What follows belongs to an exercise in optimizing a design on an open flow for small area, a short achievable clock period and few clock cycles per item; a production flow would make more cautious choices.
The RTL was checked by simulation tests, not by an equivalence proof against the original design.

## flow/design.v (module list and top-level ports; edited modules follow where they fit)
// module pix_cond: 12394 lines
module pix_cond (
    input  wire         clk,
    input  wire         rst,
    input  wire         in_valid,
    output wire         in_ready,
    input  wire [1:0]   in_fmt,
    input  wire [47:0]  in_rgb,
    input  wire [143:0] in_m,
    input  wire [15:0]  in_e,
    output wire [29:0]  g_addr,
    input  wire [47:0]  g_lo,
    input  wire [47:0]  g_hi,
    output reg          out_valid,
    input  wire         out_ready,
    output reg  [47:0]  out_o
);
  // ...
==> flow/run.sh <==
#!/bin/bash
# synth_recipe.tcl (not shown) runs the flow's synth.tcl, then flattens the netlist and writes it again
# the make line also repeats each setting of config.mk as NAME=value (left out here)
make -C /OpenROAD-flow-scripts/flow DESIGN_CONFIG=/design/flow/config.mk WORK_HOME=/design/flow/orfs CLKGATE_MAP_FILE= SYNTH_SCRIPT=/design/flow/synth_recipe.tcl finish
==> flow/config.mk <==
export PLATFORM = sky130hd
export DESIGN_NAME = pix_cond
export DESIGN_NICKNAME = pix_cond
export VERILOG_FILES = /design/flow/design.v
export SDC_FILE = /design/flow/constraint.sdc
export NUM_CORES = 4
export LEC_CHECK = 0
export CAP_MARGIN = 20
export CORE_MARGIN = 2
export CORE_UTILIZATION = 70
export SLEW_MARGIN = 30
==> flow/constraint.sdc <==
create_clock -name core_clock -period 12.0 [get_ports {clk}]
set_input_delay 2.4000 -clock core_clock [delete_from_list [all_inputs] [get_ports {clk}]]
set_output_delay 2.4000 -clock core_clock [all_outputs]
set_load 0.01 [all_outputs]
==> impl_metrics.ini, run 1 <==
[synthesis]
synth_mux_area_share_pct = 3.79
yosysMostFrequentCell = fa_1
synthSimpleGateAreaFrac_pct = 5.28
synth-adder-area-share_pct = 30.0

[cells_and_area]
drive_gt1_share_pct = 5.59
largest_class = multi-input gates
final_area_um2 = 166000
fillerInstances = 13645
inv_count = 1974
register_area_um2 = 58900

[global_route]
grt_max_degree = 145
grt_pass1_wl_um = 666000
grtUsageMet2_pct = 62.1

[worst_setup_path]
cpMostUsedCell = fa_1
crit_arrival_ns = 5.50
timing.rr.end = a4k1_17_2$_DFFE_PP_
endpoint = a4k1_17_2$_DFFE_PP_
crit_chain = a22oi_1, xor2_1, fa_1, fa_1, fa_1, inv_1, fa_1, inv_1, fa_1, inv_1, fa_1
cp.depth = 11

[floorplan]
start_util_pct = 70.3
design.core.area_um2 = 219000

[route]
drt_wl_total_um = 446000
met2_length_um = 202000
wire_per_inst_um = 29.0
postRouteAntennaNets = 0

[worst_hold_path]
hold_end = m1[131]$_DFFE_PP_
hold_path_class = reg -> reg

[place]
port_buffers = 389

[clocking]
path_clk_slew_ns = 0.07

[sta]
setup_violations = 0

[status]
status = complete, no violations
Testbench counts, summed over its fixed seeds: cycles 12,072, pixels 12,000.
==> run 2: changes to the inputs <==
--- a/flow/config.mk
+++ b/flow/config.mk
@@ -7,5 +7,5 @@
 export LEC_CHECK = 0
-export CAP_MARGIN = 20
+export CAP_MARGIN = 50
 export CORE_MARGIN = 2
 export CORE_UTILIZATION = 70
-export SLEW_MARGIN = 30
+export SLEW_MARGIN = 60
==> impl_metrics.ini, run 2 <==
[status]
status = complete, no violations

[floorplan]
ios = 390
start_util_pct = 70.3
die_h_um = 473
die_x_um = 473
num_rows = 172
dieArea_um2 = 224000
design.core.area_um2 = 219000

[sta]
period_share_pct = 40.1
layout_setup_ws_ns = 7.19
rsz0062_at_grt = false
period_needed_ns = 4.81
timing.final.hold_violations = 0
clock_skew_ns = 0.115
tns_ns = 0
worst_slew_pin_slew_ns = 0.693
fmax_mhz = 208
slew_violations = 0
relSlewSlack_pct = 53.6
setup_violations = 0

[cells_and_area]
drive_gt1_share_pct = 9.89
nNetsFinal = 15645
area_delta_synth_final_pct = 11.3
layout.cells.non_filler = 15921
final_common_cell = fa_1
largestRegisters = m0 (144), m1 (144), m2 (144)
final_cell_mix = fa_1 (2001), inv_1 (1957), edfxtp_1 (1935)
final_area_um2 = 171000

[global_route]
globalRouteOverflowTotal = 0
globalRouteTotalUtil_pct = 41.7
grt_max_degree = 78
grt_pass1_vias = 108028
antenna_found_initial = 62
grt_pass1_wl_um = 684000

[route]
dr_total_vias = 102537
wire_per_inst_um = 28.9
drt_iter0_markers = 13130
postRouteAntennaNets = 0
drt_wl_total_um = 461000
via_per_inst = 6.44
route.detailed.drc = 0
dr.pass1.iters = 10

[place]
globalplace.congestion = 1.06
place_worst_setup_slack_ns = 6.62
place_area_um2 = 164000
dpl.hpwl_um = 357000
port_buffers = 389
dp.cells = 15446

[synthesis]
yosysWarningCount = 1
synth_fp_nets = 15315
synth_cell_types = 81
synth_top_cell_area_share_pct = 37.7
synthFlopType = edfxtp_1
synth.largest_area_cell = edfxtp_1
avgSynthCellArea_um2 = 12.3
synth_edf_count = 1935
synth_area_leaders = edfxtp_1 (38%), fa_1 (26%), xor2_1 (5.7%), a22oi_1 (5.3%), inv_1 (4.8%)
yosysMostFrequentCell = fa_1
seq_area_frac_synth_pct = 38.2
syn_inst = 12512
synthArstFlopShare_pct = 0
syn_area_um2 = 154000
synth_top_cells_by_count = fa_1 (2001), inv_1 (1957), edfxtp_1 (1935)
synth-seq-cells = 1973

[clocking]
cts_setup_buffers = 0
clk_latency_ns = 0.93
cts_made_buffers = 202
path_clk_slew_ns = 0.07
post_cts_resized = 0
cts_root_buffer = clkbuf_16
cts.path.max_buffers = 3
h-tree-depth = 4
cts_tree = yes
hold_buffers = 0
cts.sinks = 1973

[worst_setup_path]
critPathMaxFanout = 10
crit_arrival_ns = 5.45
required_ns = 12.64
critPathCaptureType = flip-flop
worst-setup-path-type = reg -> reg
startpoint_type = flip-flop

[run]
maxCapViolCount = 0

[worst_hold_path]
hold_path_class = reg -> reg
-- run 2: path summary, 6_finish.rpt --
kind | startpoint | end | slack (ns) | depth (start not counted)
setup / recovery | y3c0[8]$_DFFE_PP_ | a4k0_17_2$_DFFE_PP_ | 7.19 | 10
hold / removal | m0[131]$_DFFE_PP_ | m1[131]$_DFFE_PP_ | 0.39 | 0
setup reg to reg | y3c0[8]$_DFFE_PP_ | a4k0_17_2$_DFFE_PP_ | 7.19 | 10
hold reg to reg | m0[131]$_DFFE_PP_ | m1[131]$_DFFE_PP_ | 0.39 | 0
-- run 2: logic make-up (layout without fill, tap and decap cells) --
| kind of cell | after synthesis | count (layout) | share of synthesized area, % |
|---|---|---|---|
| muxes | 522 | 522 | 3.79 |
| AOI/OAI and AO/OA | 1697 | 1697 | 7.84 |
| buffers and inverters | 2864 | 3369 | 6.98 |
| and+or+nand+nor | 1574 | 1574 | 5.28 |
| other | 0 | 33 | 0 |
| adders and majority gates | 2493 | 2493 | 30.0 |
| xor gates and xnor gates | 1389 | 1389 | 7.90 |
| DFF | 1973 | 1973 | 38.2 |
-- run 2: layout make-up --
| cell class | count | area (µm²) |
|---|---|---|
| diodes | 33 | 82.6 |
| clock buffers | 242 | 5310 |
| clock inverters | 137 | 1760 |
| fillers | 13087 | 47900 |
| inverters | 1974 | 7410 |
| multi-input cells | 7675 | 84900 |
| flip-flops and latches | 1973 | 58900 |
| well taps | 2871 | 3590 |
| repair buffers | 1016 | 9420 |
-- run 2: worst max-delay path, cell delays in order (launching register included) --
cell and delay [ns]:
edfxtp_1 0.53, buf_4 0.25, a22oi_1 0.26, xor2_1 0.13, fa_1 0.46, fa_1 0.89
inv_1 0.14, fa_1 0.45, fa_1 0.46, fa_1 0.52, fa_1 0.41
-- run 2: layer usage --
layer	vias to the layer above	GRT usage, %	share of wire, %
met5	-	0	0.094
met4	66	28.2	8.4
met3	1858	11.1	12
met2	7292	63.9	46
met1	51269	52.4	34
li1	42052	-	-
-- run 2: stage by stage --
stage               hold WS, ns  util [%]
floorplan                 0.400         -
finish                    0.390      78.2
CTS                       0.391      77.8
detailed placement        0.405      74.6
global route              0.404      78.1
global placement          0.400      72.5
==> run 3: changes to the inputs <==
--- a/flow/config.mk
+++ b/flow/config.mk
@@ -9,3 +9,5 @@
 export CORE_MARGIN = 2
-export CORE_UTILIZATION = 70
+export CORE_UTILIZATION = 60
+export CTS_CLUSTER_DIAMETER = 60
+export CTS_CLUSTER_SIZE = 30
 export SLEW_MARGIN = 60
==> impl_metrics.ini, run 3 <==
[floorplan]
design.core.area_um2 = 256000
ios = 390
start_util_pct = 60.2
die_h_um = 511
die_x_um = 511
num_rows = 186
dieArea_um2 = 261000

[synthesis]
synth_xor_area_share_pct = 7.90
yosysMostFrequentCell = fa_1
synth_top_family_by_area = adder cells
syn_area_um2 = 154000
synth-seq-cells = 1973
syn_inst = 12512
synth_area_leaders = edfxtp_1 (38%), fa_1 (26%), xor2_1 (5.7%), a22oi_1 (5.3%), inv_1 (4.8%)
synth_fp_nets = 15315
synth_edf_count = 1935
synth_top_cells_by_count = fa_1 (2001), inv_1 (1957), edfxtp_1 (1935)
synth-adder-area-share_pct = 30.0
synth_cell_types = 81
synth_compound_area_share_pct = 7.84
yosysWarningCount = 1
synth_top_cell_area_share_pct = 37.7
synth.largest_area_cell = edfxtp_1
synth_mux_area_share_pct = 3.79
synthFlopType = edfxtp_1
seq_area_frac_synth_pct = 38.2
synthSimpleGateAreaFrac_pct = 5.28
synthArstFlopShare_pct = 0
avgSynthCellArea_um2 = 12.3

[global_route]
grt_max_degree = 77
antenna_found_initial = 41
grt_pass1_vias = 104446
globalRouteTotalUtil_pct = 34.6
grt_pass1_wl_um = 668000
globalRouteOverflowTotal = 0

[run]
maxCapViolCount = 0

[route]
dr.pass1.iters = 7
postRouteAntennaNets = 0
drt_iter0_markers = 10651
drt_wl_total_um = 447000
wire_per_inst_um = 27.2
via_per_inst = 6.02
dr_total_vias = 98730
route.detailed.drc = 0

[worst_hold_path]
hold_end = e1[4]$_DFFE_PP_
hold_path_class = reg -> reg
hp-start = e0[4]$_DFFE_PP_
min_path_cells = 0

[worst_setup_path]
worst_r2r_path_depth = 12
worst-setup-path-type = reg -> reg
reg2reg_from = mt3[49]$_DFFE_PP_
required_ns = 12.61
critPathCaptureType = flip-flop
regToRegSetupSlack_ns = 7.29
crit_arrival_ns = 5.32
critPathMaxFanout = 9
startpoint_type = flip-flop
timing.rr.end = a4k2_17_2$_DFFE_PP_

[place]
place_worst_setup_slack_ns = 6.68
dpl.hpwl_um = 363000
port_buffers = 389
globalplace.congestion = 0.994
dp.cells = 16044

[sta]
slew_violations = 0
tns_ns = 0
period_needed_ns = 4.71
worst_slew_pin_slew_ns = 0.655
setup_violations = 0
period_share_pct = 39.3
rsz0062_at_grt = false
timing.final.hold_violations = 0
relSlewSlack_pct = 56.1
clock_skew_ns = 0.0548
fmax_mhz = 212
layout_setup_ws_ns = 7.29

[clocking]
cts_root_buffer = clkbuf_16
cts_made_buffers = 161
cts_setup_buffers = 0
h-tree-depth = 4
cts.sinks = 1973
cts_tree = yes
post_cts_resized = 0
path_clk_slew_ns = 0.10
hold_buffers = 0
cts.path.max_buffers = 4
clk_latency_ns = 0.88

[cells_and_area]
largestRegisters = m0 (144), m1 (144), m2 (144)
multi_input_area_um2 = 85000
final_common_cell = fa_1
final_cell_mix = fa_1 (2001), inv_1 (1957), edfxtp_1 (1935)
final_util_pct = 66.9
register_area_um2 = 58900
drive_gt1_share_pct = 10.2
area_delta_synth_final_pct = 11.2
fillerInstances = 18787
nNetsFinal = 15677
layout.cells.non_filler = 16400

[status]
status = complete, no violations
==> run 3: worst max-delay path, stage by stage, from the launching register on <==
cell and delay [ns]:
edfxtp_1 0.57, buf_6 0.22, a22oi_1 0.19, xor2_1 0.23, fa_1 0.59, fa_1 0.47
fa_1 0.52, inv_1 0.05, fa_1 0.56, inv_1 0.07, fa_1 0.49, inv_1 0.05
fa_1 0.43
==> run 3: how the worst max path moves through the flow <==
stage	startpoint	slack (ns)	end	cells past startpoint
final	mt3[49]$_DFFE_PP_	7.29	a4k2_17_2$_DFFE_PP_	12
after global routing	mn3[5]$_DFFE_PP_	7.20	a4k0_17_2$_DFFE_PP_	11
after CTS	mt3[49]$_DFFE_PP_	7.31	a4k2_17_2$_DFFE_PP_	12
after detailed placement	g_hi[45]	6.68	g2k2_15_1$_DFFE_PP_	7
after global placement	g_hi[10]	6.70	g2k0_15_1$_DFFE_PP_	7
after floorplan	out_ready	5.16	sd[0]$_DFFE_PP_	3
==> run 3: layout make-up <==
class,instances,area share [%]
clock inverters,123,1.06
diodes,17,0.0248
flip-flops and latches,1973,34.4
multi-input cells,7675,49.6
clock buffers,165,2.36
well taps,3384,2.47
inverters,1974,4.32
repair buffers,1089,5.74
==> run 3: per-layer routing <==
| layer | vias up | routed length, µm | global-route usage (%) |
|---|---|---|---|
| met4 | 16 | 28000 | 18.2 |
| met3 | 1154 | 39200 | 6.43 |
| met2 | 5030 | 211000 | 55.6 |
| li1 | 42032 | - | - |
| met1 | 50498 | 169000 | 45.0 |
| met5 | - | 109 | 0 |
==> run 3: cell families (layout without fill, tap and decap cells) <==
group	after synthesis	count (layout)
buf+inv	2864	3351
fa+ha+maj	2493	2493
flops	1973	1973
compound gates	1697	1697
simple gates	1574	1574
xor+xnor	1389	1389
mux	522	522
other cells	0	17
==> run 3: stage by stage <==
step,hold slack [ns],cell area [µm²]
6_report,0.405,171000
5_1_grt,0.379,171000
4_1_cts,0.395,171000
3_5_place_dp,0.405,165000
3_3_place_gp,0.401,160000
2_1_floorplan,0.400,154000
==> run 4: changes to the inputs <==
--- a/flow/config.mk
+++ b/flow/config.mk
@@ -9,3 +9,3 @@
 export CORE_MARGIN = 2
-export CORE_UTILIZATION = 60
+export CORE_UTILIZATION = 40
 export CTS_CLUSTER_DIAMETER = 60
==> impl_metrics.ini, run 4 <==
[worst_setup_path]
worst_r2r_path_depth = 12
critPathMaxFanout = 9
critPathSlowestCell = fa_1
timing.rr.end = a4k1_17_2$_DFFE_PP_
worst-setup-path-type = reg -> reg
required_ns = 12.61
reg2reg_from = mo3[37]$_DFFE_PP_
startpoint_type = flip-flop
crit_chain = buf_4, a22oi_1, xor2_1, fa_1, fa_1, fa_1, inv_1, fa_1, inv_1, fa_1, inv_1, fa_1
critPathCaptureType = flip-flop
critPathTopFamily = adder cells
crit_arrival_ns = 5.39
cpMostUsedCell = fa_1
crit_buf_inv = 4
critical_path.startpoint = mo3[37]$_DFFE_PP_
max_stage_delay_ns = 0.59
regToRegSetupSlack_ns = 7.21

[clocking]
cts_tree = yes
path_clk_slew_ns = 0.07
hold_buffers = 0
cts_setup_buffers = 0
clk_latency_ns = 0.97
h-tree-depth = 4
post_cts_resized = 0
cts_root_buffer = clkbuf_16
cts.path.max_buffers = 4
cts_made_buffers = 206
cts.sinks = 1973

[floorplan]
ios = 390
start_util_pct = 40.2
die_h_um = 625
num_rows = 227
dieArea_um2 = 390000
design.core.area_um2 = 383000
die_x_um = 625

[sta]
clock_skew_ns = 0.107
fmax_mhz = 209
tns_ns = 0
slew_violations = 0
rsz0062_at_grt = false
period_needed_ns = 4.79
setup_violations = 0
timing.final.hold_violations = 0
period_share_pct = 39.9
worst_slew_pin_slew_ns = 0.625
relSlewSlack_pct = 58.1

[worst_hold_path]
hold_end = m1[107]$_DFFE_PP_
min_path_cells = 0
hp-start = m0[107]$_DFFE_PP_
hold_path_class = reg -> reg

[synthesis]
avgSynthCellArea_um2 = 12.3
synth-seq-cells = 1973
synth_top_cell_area_share_pct = 37.7
synth.largest_area_cell = edfxtp_1
syn_inst = 12512
seq_area_frac_synth_pct = 38.2
synth_cell_types = 81
synthFlopType = edfxtp_1
synth_edf_count = 1935
synth_top_cells_by_count = fa_1 (2001), inv_1 (1957), edfxtp_1 (1935)
yosysMostFrequentCell = fa_1
synthArstFlopShare_pct = 0
yosysWarningCount = 1
synth_fp_nets = 15315
synth_area_leaders = edfxtp_1 (38%), fa_1 (26%), xor2_1 (5.7%), a22oi_1 (5.3%), inv_1 (4.8%)
syn_area_um2 = 154000

[place]
globalplace.congestion = 0.956
place_area_um2 = 167000
port_buffers = 389
dpl.hpwl_um = 350000

[route]
drt_wl_total_um = 435000
route.detailed.drc = 0
drt_iter0_markers = 9270
wire_per_inst_um = 24.0
postRouteAntennaNets = 0
dr_total_vias = 96367
dr.pass1.iters = 9
via_per_inst = 5.31

[global_route]
globalRouteTotalUtil_pct = 22.3
grt_pass1_vias = 100717
grt_pass1_wl_um = 655000
globalRouteOverflowTotal = 0
antenna_found_initial = 61
grt_max_degree = 70

[cells_and_area]
final_area_um2 = 175000
final_cell_mix = fa_1 (2001), inv_1 (1957), edfxtp_1 (1935)
largestRegisters = m0 (144), m1 (144), m2 (144)
area_delta_synth_final_pct = 13.5
nNetsFinal = 15724
final_util_pct = 45.7
final_common_cell = fa_1
drive_gt1_share_pct = 10.7

[run]
maxCapViolCount = 0

[status]
status = complete, no violations
-- run 4: cell counts after synthesis --
No cell type changed its count.
-- run 4: worst register-to-register path, delay by kind of cell (launching register included) --
family / cells / cell delay (ns)
compound gates: 1 / 0.22
xor+xnor: 1 / 0.22
fa+ha+maj: 6 / 3.01
buf+inv: 4 / 0.44
flops: 1 / 0.58
-- run 4: cells by family after synthesis --
group                    synth area share, %
multiplexers                            3.79
adder cells (fa/ha/maj)                 30.0
flip-flops                              38.2
XOR/XNOR                                7.90
AND/OR/NAND/NOR                         5.28
buffers and inverters                   6.98
AO/OA/AOI/OAI                           7.84
-- run 4: area by class of cell --
class	count	area, µm²
sequential	1973	58900
clock buffer	213	5220
timing repair buffer	1091	9720
inverter	1974	7410
antenna	26	65.1
tap	5038	6300
multi-input combinational	7675	84800
clock inverter	171	2310
fill	34667	208000
-- run 4: metal layers --
metal	routed length [µm]	part of all wire, %	GRT usage (%)
met1	180000	41	30.1
met2	199000	46	35.4
met3	37600	8.6	4.80
met4	17900	4.1	7.95
met5	506	0.12	0
-- run 4: per-stage QoR --
step,setup slack (ns),instances,hold slack (ns)
CTS,7.27,18109,0.412
finish,7.21,18161,0.407
floorplan,5.16,12512,0.400
detailed placement,6.58,17725,0.405
global placement,6.65,17164,0.400
global route,7.04,18137,0.413
-- run 4: worst max path at each step --
stage	end	slack [ns]	cells after the start
after floorplan	sd[0]$_DFFE_PP_	5.16	3
after global routing	a4k1_17_2$_DFFE_PP_	7.04	12
after detailed placement	g2k2_7_1$_DFFE_PP_	6.58	7
after global placement	g2k2_7_1$_DFFE_PP_	6.65	7
after CTS	a4k1_17_2$_DFFE_PP_	7.27	12
final	a4k1_17_2$_DFFE_PP_	7.21	12

## static timing again, ports no longer ideal
In the flow no input, the clock included, has a driving cell. The finished layouts below were timed again as built, in two steps. Step 1: set_driving_cell puts a clkbuf_16 on clk and a buf_2 on each other input, an assumption about the parent block. Step 2 times the ports against the registers' clock, not the clock port: input delays grow and output delays shrink by t, the midpoint of the rising clock arrivals with the driver on. Three values: no drivers, after step 1, after step 2; two values: the first two.
| run | t (ns) | setup WS [ns] | worst hold slack (ns) | worst setup path after step 2 |
|---|---|---|---|---|
| run 1 | 0.977 | 7.072 / 7.072 / 6.597 | 0.363 / 0.363 / 0.363 | input to register |
| run 2 | 0.981 | 7.191 / 7.191 / 6.604 | 0.390 / 0.390 / 0.390 | input to register |
| run 3 | 0.964 | 7.288 / 7.288 / 6.667 | 0.405 / 0.405 / 0.405 | input to register |
| run 4 | 1.023 | 7.214 / 7.214 / 6.587 | 0.407 / 0.407 / 0.407 | input to register |
After both steps every run listed still meets setup and hold. For run 4, which loses most, drivers alone change the setup slack by 0.000 ns; drivers and shift together by -0.627 ns.
